Source: an optimization exercise on an open RTL-to-GDS flow (aim: small area). Production flows keep margins and buffers that such runs may drop. The RTL was checked by simulation tests, not by an equivalence proof against the original design. Power and IR drop assume default switching activity.

==> flow/design.v <==
module armature_law (
    input  wire        clk,
    input  wire        rst,
    input  wire        cfg_we,
    input  wire [6:0]  cfg_addr,
    input  wire [31:0] cfg_wdata,
    input  wire        start,
    input  wire [31:0] meas,
    input  wire [31:0] sp,
    input  wire [31:0] inj,
    input  wire        inj_point,
    output wire        ready,
    output reg         done,
    output reg  [31:0] u,
    output wire [31:0] integ,
    output wire [15:0] gain,
    output wire [31:0] err,
    output reg  [2:0]  flags
);
    reg [26:0] step;
    reg [31:0] kp, ki, imin, imax, umin, umax, offset;
    reg [15:0] tbl [0:32];
    reg [31:0] integ_r;
    integer i, j;
    always @(posedge clk) begin
        if (cfg_we) begin
            case (cfg_addr)
                7'h00: step   <= cfg_wdata[26:0];
                7'h01: kp     <= cfg_wdata;
                7'h02: ki     <= cfg_wdata;
                7'h03: imin   <= cfg_wdata;
                7'h04: imax   <= cfg_wdata;
                7'h05: umin   <= cfg_wdata;
                7'h06: umax   <= cfg_wdata;
                7'h07: offset <= cfg_wdata;
                default: ;
            endcase
            for (i = 0; i < 33; i = i + 1)
                if (cfg_addr == 7'h40 + i)
                    tbl[i] <= cfg_wdata[15:0];
        end
    end
    reg  [5:0]  c;             
    reg  [31:0] E;             
    reg  [31:0] Z;             
    reg         ipf;           
    reg  [69:0] RI;            
    reg  [17:0] RPH;           
    reg  [3:0]  RPX;           
    reg  [3:0]  RPL;           
    wire [69:12] zp = {RPH, RPX, u, RPL};
    reg  [69:12] zpn;
    reg         eprev, fpP, fpI;
    reg  [25:0] REM;           
    reg  [5:0]  QD;            
    reg         fq;            
    reg         XL;            
    reg  [5:0]  K;             
    reg  [15:0] G;             
    reg         ulo;
    reg         ovfIr, ovfPr;      
    wire idle = (c == 6'd0);
    assign ready = idle;
    wire go    = idle & start;
    wire ph1   = (c == 6'd1);
    wire ph2   = (c == 6'd2);
    wire ph3   = (c == 6'd3);
    wire phDI0 = (c == 6'd4);
    wire phDI  = (c >= 6'd4)  & (c <= 6'd19);
    wire phDP0 = (c == 6'd20);
    wire phDP  = (c >= 6'd20) & (c <= 6'd35);
    wire phD   = (c >= 6'd4)  & (c <= 6'd35);
    wire phDiv = (c >= 6'd4)  & (c <= 6'd25);
    wire phK   = (c == 6'd10);
    wire phIA  = (c >= 6'd11) & (c <= 6'd26);
    wire phG   = (c == 6'd27);
    wire phFI0 = (c == 6'd28);
    wire phFI  = (c >= 6'd28) & (c <= 6'd51);
    wire phFP0 = (c == 6'd30);
    wire phFP  = (c >= 6'd30) & (c <= 6'd53);
    wire phFPA = (c >= 6'd36) & (c <= 6'd53);    
    wire ph52  = (c == 6'd52);
    wire ph53  = (c == 6'd53);
    wire ph54  = (c == 6'd54);
    wire ph55  = (c == 6'd55);
    wire ph56  = (c == 6'd56);
    wire ph57  = (c == 6'd57);
    wire ph60  = (c == 6'd60);
    wire ph61  = (c == 6'd61);
    wire ph62  = (c == 6'd62);
    wire ph63  = (c == 6'd63);
    wire phIA0 = (c == 6'd11);
    wire iam   = phIA | phG;
    wire bp_one = zp[12] ^ fpP;
    wire bp_two = (zp[13] & ~zp[12] & ~fpP) | (~zp[13] & zp[12] & fpP);
    wire bp_neg = zp[13];
    wire bi_one = RI[0] ^ fpI;
    wire bi_two = (RI[1] & ~RI[0] & ~fpI) | (~RI[1] & RI[0] & fpI);
    wire bi_neg = RI[1];
    wire [31:0] kx   = phDI ? ki : kp;
    wire [35:0] kx_m = (E[0] ^ eprev) ? {{4{kx[31]}}, kx} :
                       ((E[1] & ~E[0] & ~eprev) | (~E[1] & E[0] & eprev)) ? {{3{kx[31]}}, kx, 1'b0} : 36'd0;
    wire ovfP = ~((&zp[69:49]) | ~(|zp[69:49]));
    wire ovfI = ~((&RI[69:49]) | ~(|RI[69:49]));
    reg  [35:0] xS;
    always @* begin
        xS = 36'd0;
        if (ph1 | (ph57 & ipf)) xS = {{4{Z[31]}}, Z};
        if (ph2) xS = {{4{E[31]}}, E};
        if (ph3) xS = {5'd0, step, 4'd0};
        if (phD) xS = kx_m;
        if (ph52) xS = {{4{integ_r[31]}}, integ_r};
        if (ph53 | (ph55 & flags[0])) xS = {{4{imin[31]}}, imin};
        if (ph54 | (ph55 & ~flags[0] & flags[1])) xS = {{4{imax[31]}}, imax};
        if (ph56) xS = {{4{offset[31]}}, offset};
        if (ph60) xS = RI[51:16];
        if (ph61 | (ph63 & ulo)) xS = {{4{umin[31]}}, umin};
        if (ph62 | (ph63 & ~ulo)) xS = {{4{umax[31]}}, umax};
    end
    wire inv = ph2 | (phD & E[1]) | ph53 | ph54 | ph61 | ph62;
    wire cS  = ph2 | (phD & E[1]) | ph53 | ph61;
    wire [35:0] bS = xS ^ {36{inv}};
    wire selI = phDI | ph52 | ph53 | ph54 | ph55 | ph56 | ph57;
    wire [35:0] aS = (phDI0 | phDP0 | (ph55 & (flags[0] | flags[1])) | ph63) ? 36'd0 :
                     selI ? RI[51:16] : zp[51:16];
    wire [35:0] sS;
    wire [36:0] kS;
    assign kS[0] = cS;
    genvar gi;
    generate for (gi = 0; gi < 36; gi = gi + 1) begin : g_adds
        assign sS[gi]   = aS[gi] ^ bS[gi] ^ kS[gi];
        assign kS[gi+1] = (aS[gi] & bS[gi]) | (kS[gi] & (aS[gi] ^ bS[gi]));
    end endgenerate
    wire        fbit = phIA & fq & ~XL & ~K[5];
    wire [5:0]  tidx = K + {5'd0, fbit};
    reg  [15:0] tv;
    always @* begin
        tv = 16'd0;
        for (j = 0; j < 33; j = j + 1)
            tv = tv | (tbl[j] & {16{tidx == j}});
    end
    wire [17:0] gP_m = bp_one ? {{2{G[15]}}, G} : bp_two ? {G[15], G, 1'b0} : 18'd0;
    wire [17:0] gI_m = bi_one ? {{2{G[15]}}, G} : bi_two ? {G[15], G, 1'b0} : 18'd0;
    wire [35:0] ia_b = phG ? {{19{tv[15]}}, tv, 1'b0} : {{20{tv[15]}}, tv};
    wire [17:0] hP = iam ? (phIA0 ? 18'd0 : {zp[68:52], 1'b0}) :
                           (phFP0 ? 18'd0 : zp[69:52]);
    wire [17:0] hI = iam ? (phIA0 ? 18'd0 : {RI[68:52], zp[69]}) :
                           (phFI0 ? 18'd0 : RI[69:52]);
    wire [17:0] bHP = iam ? ia_b[17:0]  : bp_neg ? ~gP_m : gP_m;
    wire [17:0] bHI = iam ? ia_b[35:18] : bi_neg ? ~gI_m : gI_m;
    wire [17:0] sHP, sHI;
    wire [18:0] kHP, kHI;
    assign kHP[0] = ~iam & bp_neg;
    assign kHI[0] = iam ? kHP[18] : bi_neg;
    generate for (gi = 0; gi < 18; gi = gi + 1) begin : g_addh
        assign sHP[gi]   = hP[gi] ^ bHP[gi] ^ kHP[gi];
        assign kHP[gi+1] = (hP[gi] & bHP[gi]) | (kHP[gi] & (hP[gi] ^ bHP[gi]));
        assign sHI[gi]   = hI[gi] ^ bHI[gi] ^ kHI[gi];
        assign kHI[gi+1] = (hI[gi] & bHI[gi]) | (kHI[gi] & (hI[gi] ^ bHI[gi]));
    end endgenerate
    wire [35:0] sIA = {sHI, sHP};
    wire        sovf  = sS[32] ^ sS[31];
    wire [31:0] ssat  = sovf ? {sS[32], {31{~sS[32]}}} : sS[31:0];
    wire [26:0] dtry = {REM, QD[5]};
    wire [26:0] dsb  = ~step;
    wire [26:0] ddif;
    wire [27:0] dk;
    assign dk[0] = 1'b1;
    generate for (gi = 0; gi < 27; gi = gi + 1) begin : g_div
        assign ddif[gi]  = dtry[gi] ^ dsb[gi] ^ dk[gi];
        assign dk[gi+1]  = (dtry[gi] & dsb[gi]) | (dk[gi] & (dtry[gi] ^ dsb[gi]));
    end endgenerate
    wire dge = dk[27];            
    always @* begin
        zpn = zp;
        if (go)
            zpn[51:16] = {{4{sp[31]}}, sp};
        else if ((ph1 & ~ipf) | ph2)
            zpn[51:16] = {{4{ssat[31]}}, ssat};
        else if (ph60 | (ph63 & flags[2]))
            zpn[51:16] = sS;
        else if (phDP | phFPA) begin
            zpn[51:50] = phFPA ? sHP[1:0] : {2{sS[35]}};
            zpn[49:16] = phFPA ? zp[51:18] : sS[35:2];
            zpn[15:12] = {phFPA ? zp[17:16] : sS[1:0], zp[15:14]};
        end
        if (phFP)
            zpn[69:52] = {{2{sHP[17]}}, sHP[17:2]};
        else if (phIA)
            zpn[69:52] = sHP;
    end
    always @(posedge clk) begin
        if (rst) begin
            c       <= 6'd0;
            done    <= 1'b0;
            integ_r <= 32'd0;
        end else begin
            done <= 1'b0;
            if (idle) begin
                if (cfg_we && cfg_addr == 7'h08)
                    integ_r <= cfg_wdata;
                if (start)
                    c <= 6'd1;
            end else if (ph63) begin
                c    <= 6'd0;
                done <= 1'b1;
            end else begin
                c <= c + 6'd1;
            end
            if (ph55)
                integ_r <= sS[31:0];
        end
    end
    always @(posedge clk) begin
        if (go) begin
            Z   <= inj;
            ipf <= inj_point;
        end
        if (go)
            E <= meas;
        else if (ph2)
            E <= ssat;
        else if (phD)
            E <= {E[1:0], E[31:2]};
        if (ph3 | (c == 6'd19))
            eprev <= 1'b0;
        else if (phD)
            eprev <= E[1];
        {RPH, RPX, u, RPL} <= zpn;
        if (ph52 | ph55 | ph56 | ph57)
            RI[51:16] <= sS;
        else if (phDI | phFI) begin
            RI[51:50] <= phFI ? sHI[1:0] : {2{sS[35]}};
            RI[49:16] <= phFI ? RI[51:18] : sS[35:2];
            RI[15:0]  <= {phFI ? RI[17:16] : sS[1:0], RI[15:2]};
        end
        if (phFI)
            RI[69:52] <= {{2{sHI[17]}}, sHI[17:2]};
        else if (phIA)
            RI[69:52] <= sHI;
        if (phG)
            fpI <= 1'b0;
        else if (phFI)
            fpI <= RI[1];
        if (c == 6'd29)
            fpP <= 1'b0;
        else if (phFP)
            fpP <= zp[13];
        if (ph3) begin
            REM <= sS[31:6];
            QD  <= sS[5:0];
            XL  <= sS[35] | ~(|sS);
        end else if (phDiv) begin
            REM <= dge ? ddif[25:0] : dtry[25:0];
            QD  <= {QD[4:0], 1'b0};
        end
        fq <= dge;
        if (phK) begin
            if (XL)
                K <= 6'd0;
            else if (K[5])
                K[4:0] <= 5'd0;
        end else if (phDiv & (c <= 6'd9))
            K <= {K[4:0], dge};
        if (phG)
            G <= sIA[32:17];
        if (ph52) ovfIr <= ovfI;
        if (ph60) ovfPr <= ovfP;
        if (ph53) flags[0] <= ovfIr ?  RI[69] :  sS[35];
        if (ph54) flags[1] <= ovfIr ? ~RI[69] : ~sS[35];
        if (ph61) ulo <= ovfPr ?  zp[69] :  sS[35];
        if (ph61) flags[2] <= ovfPr | sS[35];
        else if (ph62) flags[2] <= flags[2] | ~sS[35];
    end
    assign integ = integ_r;
    assign gain  = G;
    assign err   = E;
endmodule
==> flow/config.mk <==
export PLATFORM = sky130hd
export DESIGN_NAME = armature_law
export DESIGN_NICKNAME = armature_law
export VERILOG_FILES = /design/flow/design.v
export SDC_FILE = /design/flow/constraint.sdc
export NUM_CORES = 4
export LEC_CHECK = 0
export ABC_AREA = 1
export CAP_MARGIN = 10
export CORE_MARGIN = 2
export CORE_UTILIZATION = 60
export PLACE_DENSITY = 0.72
export SLEW_MARGIN = 10
==> flow/constraint.sdc <==
create_clock -name core_clock -period 20.0 [get_ports {clk}]
set_input_delay 4.0000 -clock core_clock [delete_from_list [all_inputs] [get_ports {clk}]]
set_output_delay 4.0000 -clock core_clock [all_outputs]
set_load 0.01 [all_outputs]
standard.sh (not shown) runs the stock make flow with config.mk's settings and CLKGATE_MAP_FILE= SYNTH_SCRIPT=/design/flow/synth_recipe.tcl, a recipe that flattens the netlist after the stock synthesis.
==> flow/flow/run.sh <==
#!/bin/bash
# The standard layout (standard.sh, unchanged synthesis) with two layout
# options: port buffers use the smallest buffer cell, and clock tree
# synthesis puts up to 32 sinks on a leaf buffer and inserts no dummy loads.
# The whole ORFS output goes to flow_standard.log.
set -uo pipefail
bash standard.sh \
  BUFFER_PORTS_ARGS="-buffer_cell sky130_fd_sc_hd__buf_1" \
  CTS_ARGS="-sink_clustering_enable -repair_clock_nets -dont_use_dummy_load -sink_clustering_size 32 -sink_clustering_max_diameter 65 -buf_list sky130_fd_sc_hd__clkbuf_16" \
  finish > flow_standard.log 2>&1
The baseline went through all stages and came out clean.
==> next run, changes <==
--- a/flow/design.v
+++ b/flow/design.v
@@ -44,15 +44,15 @@
     reg  [31:0] E;             
     reg  [31:0] Z;             
     reg         ipf;           
     reg  [69:0] RI;            
-    reg  [17:0] RPH;           
-    reg  [3:0]  RPX;           
-    reg  [3:0]  RPL;           
-    wire [69:12] zp = {RPH, RPX, u, RPL};
-    reg  [69:12] zpn;
+    reg  [17:0] RPH;
+    reg  [3:0]  RPX;
+    reg  [15:0] RPL;
+    wire [69:0] zp = {RPH, RPX, u, RPL};
+    reg  [69:0] zpn;
     reg         eprev, fpP, fpI;
-    reg  [25:0] REM;           
+    reg  [26:0] REM;
     reg  [5:0]  QD;            
     reg         fq;            
     reg         XL;            
     reg  [5:0]  K;             
@@ -75,11 +75,10 @@
     wire phIA  = (c >= 6'd11) & (c <= 6'd26);
     wire phG   = (c == 6'd27);
     wire phFI0 = (c == 6'd28);
     wire phFI  = (c >= 6'd28) & (c <= 6'd51);
-    wire phFP0 = (c == 6'd30);
-    wire phFP  = (c >= 6'd30) & (c <= 6'd53);
-    wire phFPA = (c >= 6'd36) & (c <= 6'd53);    
+    wire phFP0 = (c == 6'd36);
+    wire phFP  = (c >= 6'd36) & (c <= 6'd59);
     wire ph52  = (c == 6'd52);
     wire ph53  = (c == 6'd53);
     wire ph54  = (c == 6'd54);
     wire ph55  = (c == 6'd55);
@@ -90,11 +89,11 @@
     wire ph62  = (c == 6'd62);
     wire ph63  = (c == 6'd63);
     wire phIA0 = (c == 6'd11);
     wire iam   = phIA | phG;
-    wire bp_one = zp[12] ^ fpP;
-    wire bp_two = (zp[13] & ~zp[12] & ~fpP) | (~zp[13] & zp[12] & fpP);
-    wire bp_neg = zp[13];
+    wire bp_one = zp[0] ^ fpP;
+    wire bp_two = (zp[1] & ~zp[0] & ~fpP) | (~zp[1] & zp[0] & fpP);
+    wire bp_neg = zp[1];
     wire bi_one = RI[0] ^ fpI;
     wire bi_two = (RI[1] & ~RI[0] & ~fpI) | (~RI[1] & RI[0] & fpI);
     wire bi_neg = RI[1];
     wire [31:0] kx   = phDI ? ki : kp;
@@ -160,30 +159,30 @@
     end endgenerate
     wire [35:0] sIA = {sHI, sHP};
     wire        sovf  = sS[32] ^ sS[31];
     wire [31:0] ssat  = sovf ? {sS[32], {31{~sS[32]}}} : sS[31:0];
-    wire [26:0] dtry = {REM, QD[5]};
-    wire [26:0] dsb  = ~step;
-    wire [26:0] ddif;
-    wire [27:0] dk;
+    wire [27:0] dtry = {REM, QD[5]};
+    wire [27:0] dsb  = ~{1'b0, step};
+    wire [27:0] ddif;
+    wire [28:0] dk;
     assign dk[0] = 1'b1;
-    generate for (gi = 0; gi < 27; gi = gi + 1) begin : g_div
+    generate for (gi = 0; gi < 28; gi = gi + 1) begin : g_div
         assign ddif[gi]  = dtry[gi] ^ dsb[gi] ^ dk[gi];
         assign dk[gi+1]  = (dtry[gi] & dsb[gi]) | (dk[gi] & (dtry[gi] ^ dsb[gi]));
     end endgenerate
-    wire dge = dk[27];            
+    wire dge = dk[28];            
     always @* begin
         zpn = zp;
         if (go)
             zpn[51:16] = {{4{sp[31]}}, sp};
         else if ((ph1 & ~ipf) | ph2)
             zpn[51:16] = {{4{ssat[31]}}, ssat};
         else if (ph60 | (ph63 & flags[2]))
             zpn[51:16] = sS;
-        else if (phDP | phFPA) begin
-            zpn[51:50] = phFPA ? sHP[1:0] : {2{sS[35]}};
-            zpn[49:16] = phFPA ? zp[51:18] : sS[35:2];
-            zpn[15:12] = {phFPA ? zp[17:16] : sS[1:0], zp[15:14]};
+        else if (phDP | phFP) begin
+            zpn[51:50] = phFP ? sHP[1:0] : {2{sS[35]}};
+            zpn[49:16] = phFP ? zp[51:18] : sS[35:2];
+            zpn[15:0]  = {phFP ? zp[17:16] : sS[1:0], zp[15:2]};
         end
         if (phFP)
             zpn[69:52] = {{2{sHP[17]}}, sHP[17:2]};
         else if (phIA)
@@ -241,18 +240,18 @@
         if (phG)
             fpI <= 1'b0;
         else if (phFI)
             fpI <= RI[1];
-        if (c == 6'd29)
+        if (c == 6'd35)
             fpP <= 1'b0;
         else if (phFP)
-            fpP <= zp[13];
+            fpP <= zp[1];
         if (ph3) begin
-            REM <= sS[31:6];
+            REM <= {1'b0, sS[31:6]};
             QD  <= sS[5:0];
             XL  <= sS[35] | ~(|sS);
         end else if (phDiv) begin
-            REM <= dge ? ddif[25:0] : dtry[25:0];
+            REM <= dge ? ddif[26:0] : dtry[26:0];
             QD  <= {QD[4:0], 1'b0};
         end
         fq <= dge;
         if (phK) begin
Power rose by 0.94%.
Utilization went up by 0.59 points.
Global-route usage went down by 1.2 points.
Sequential power is about the same.
Synthesized area goes up by 0.73%.

==> separate check: timing with driven ports <==
The results above use ideal ports. As a check the final layouts listed here were re-extracted and re-timed, cells and wires unchanged. Step 1: set_driving_cell puts a clkbuf_16 on clk and a buf_2 on each other input, an assumption about the parent block. Step 2, shift: input delay + t, output delay - t, t = (earliest + latest rising clock arrival at the registers) / 2. This alone moves slack from input paths to output paths. Slacks: ideal / step 1 / step 2; pairs: ideal / step 1.
| run | shift t [ns] | setup slack, ns | pins driven straight from the clock port |
|---|---|---|---|
| the first run | 0.723 | 0.786 / 0.786 / 0.786 | 1 |
| the second run | 0.682 | 0.755 / 0.755 / 0.755 | 1 |
After both steps every run listed still meets setup and hold.
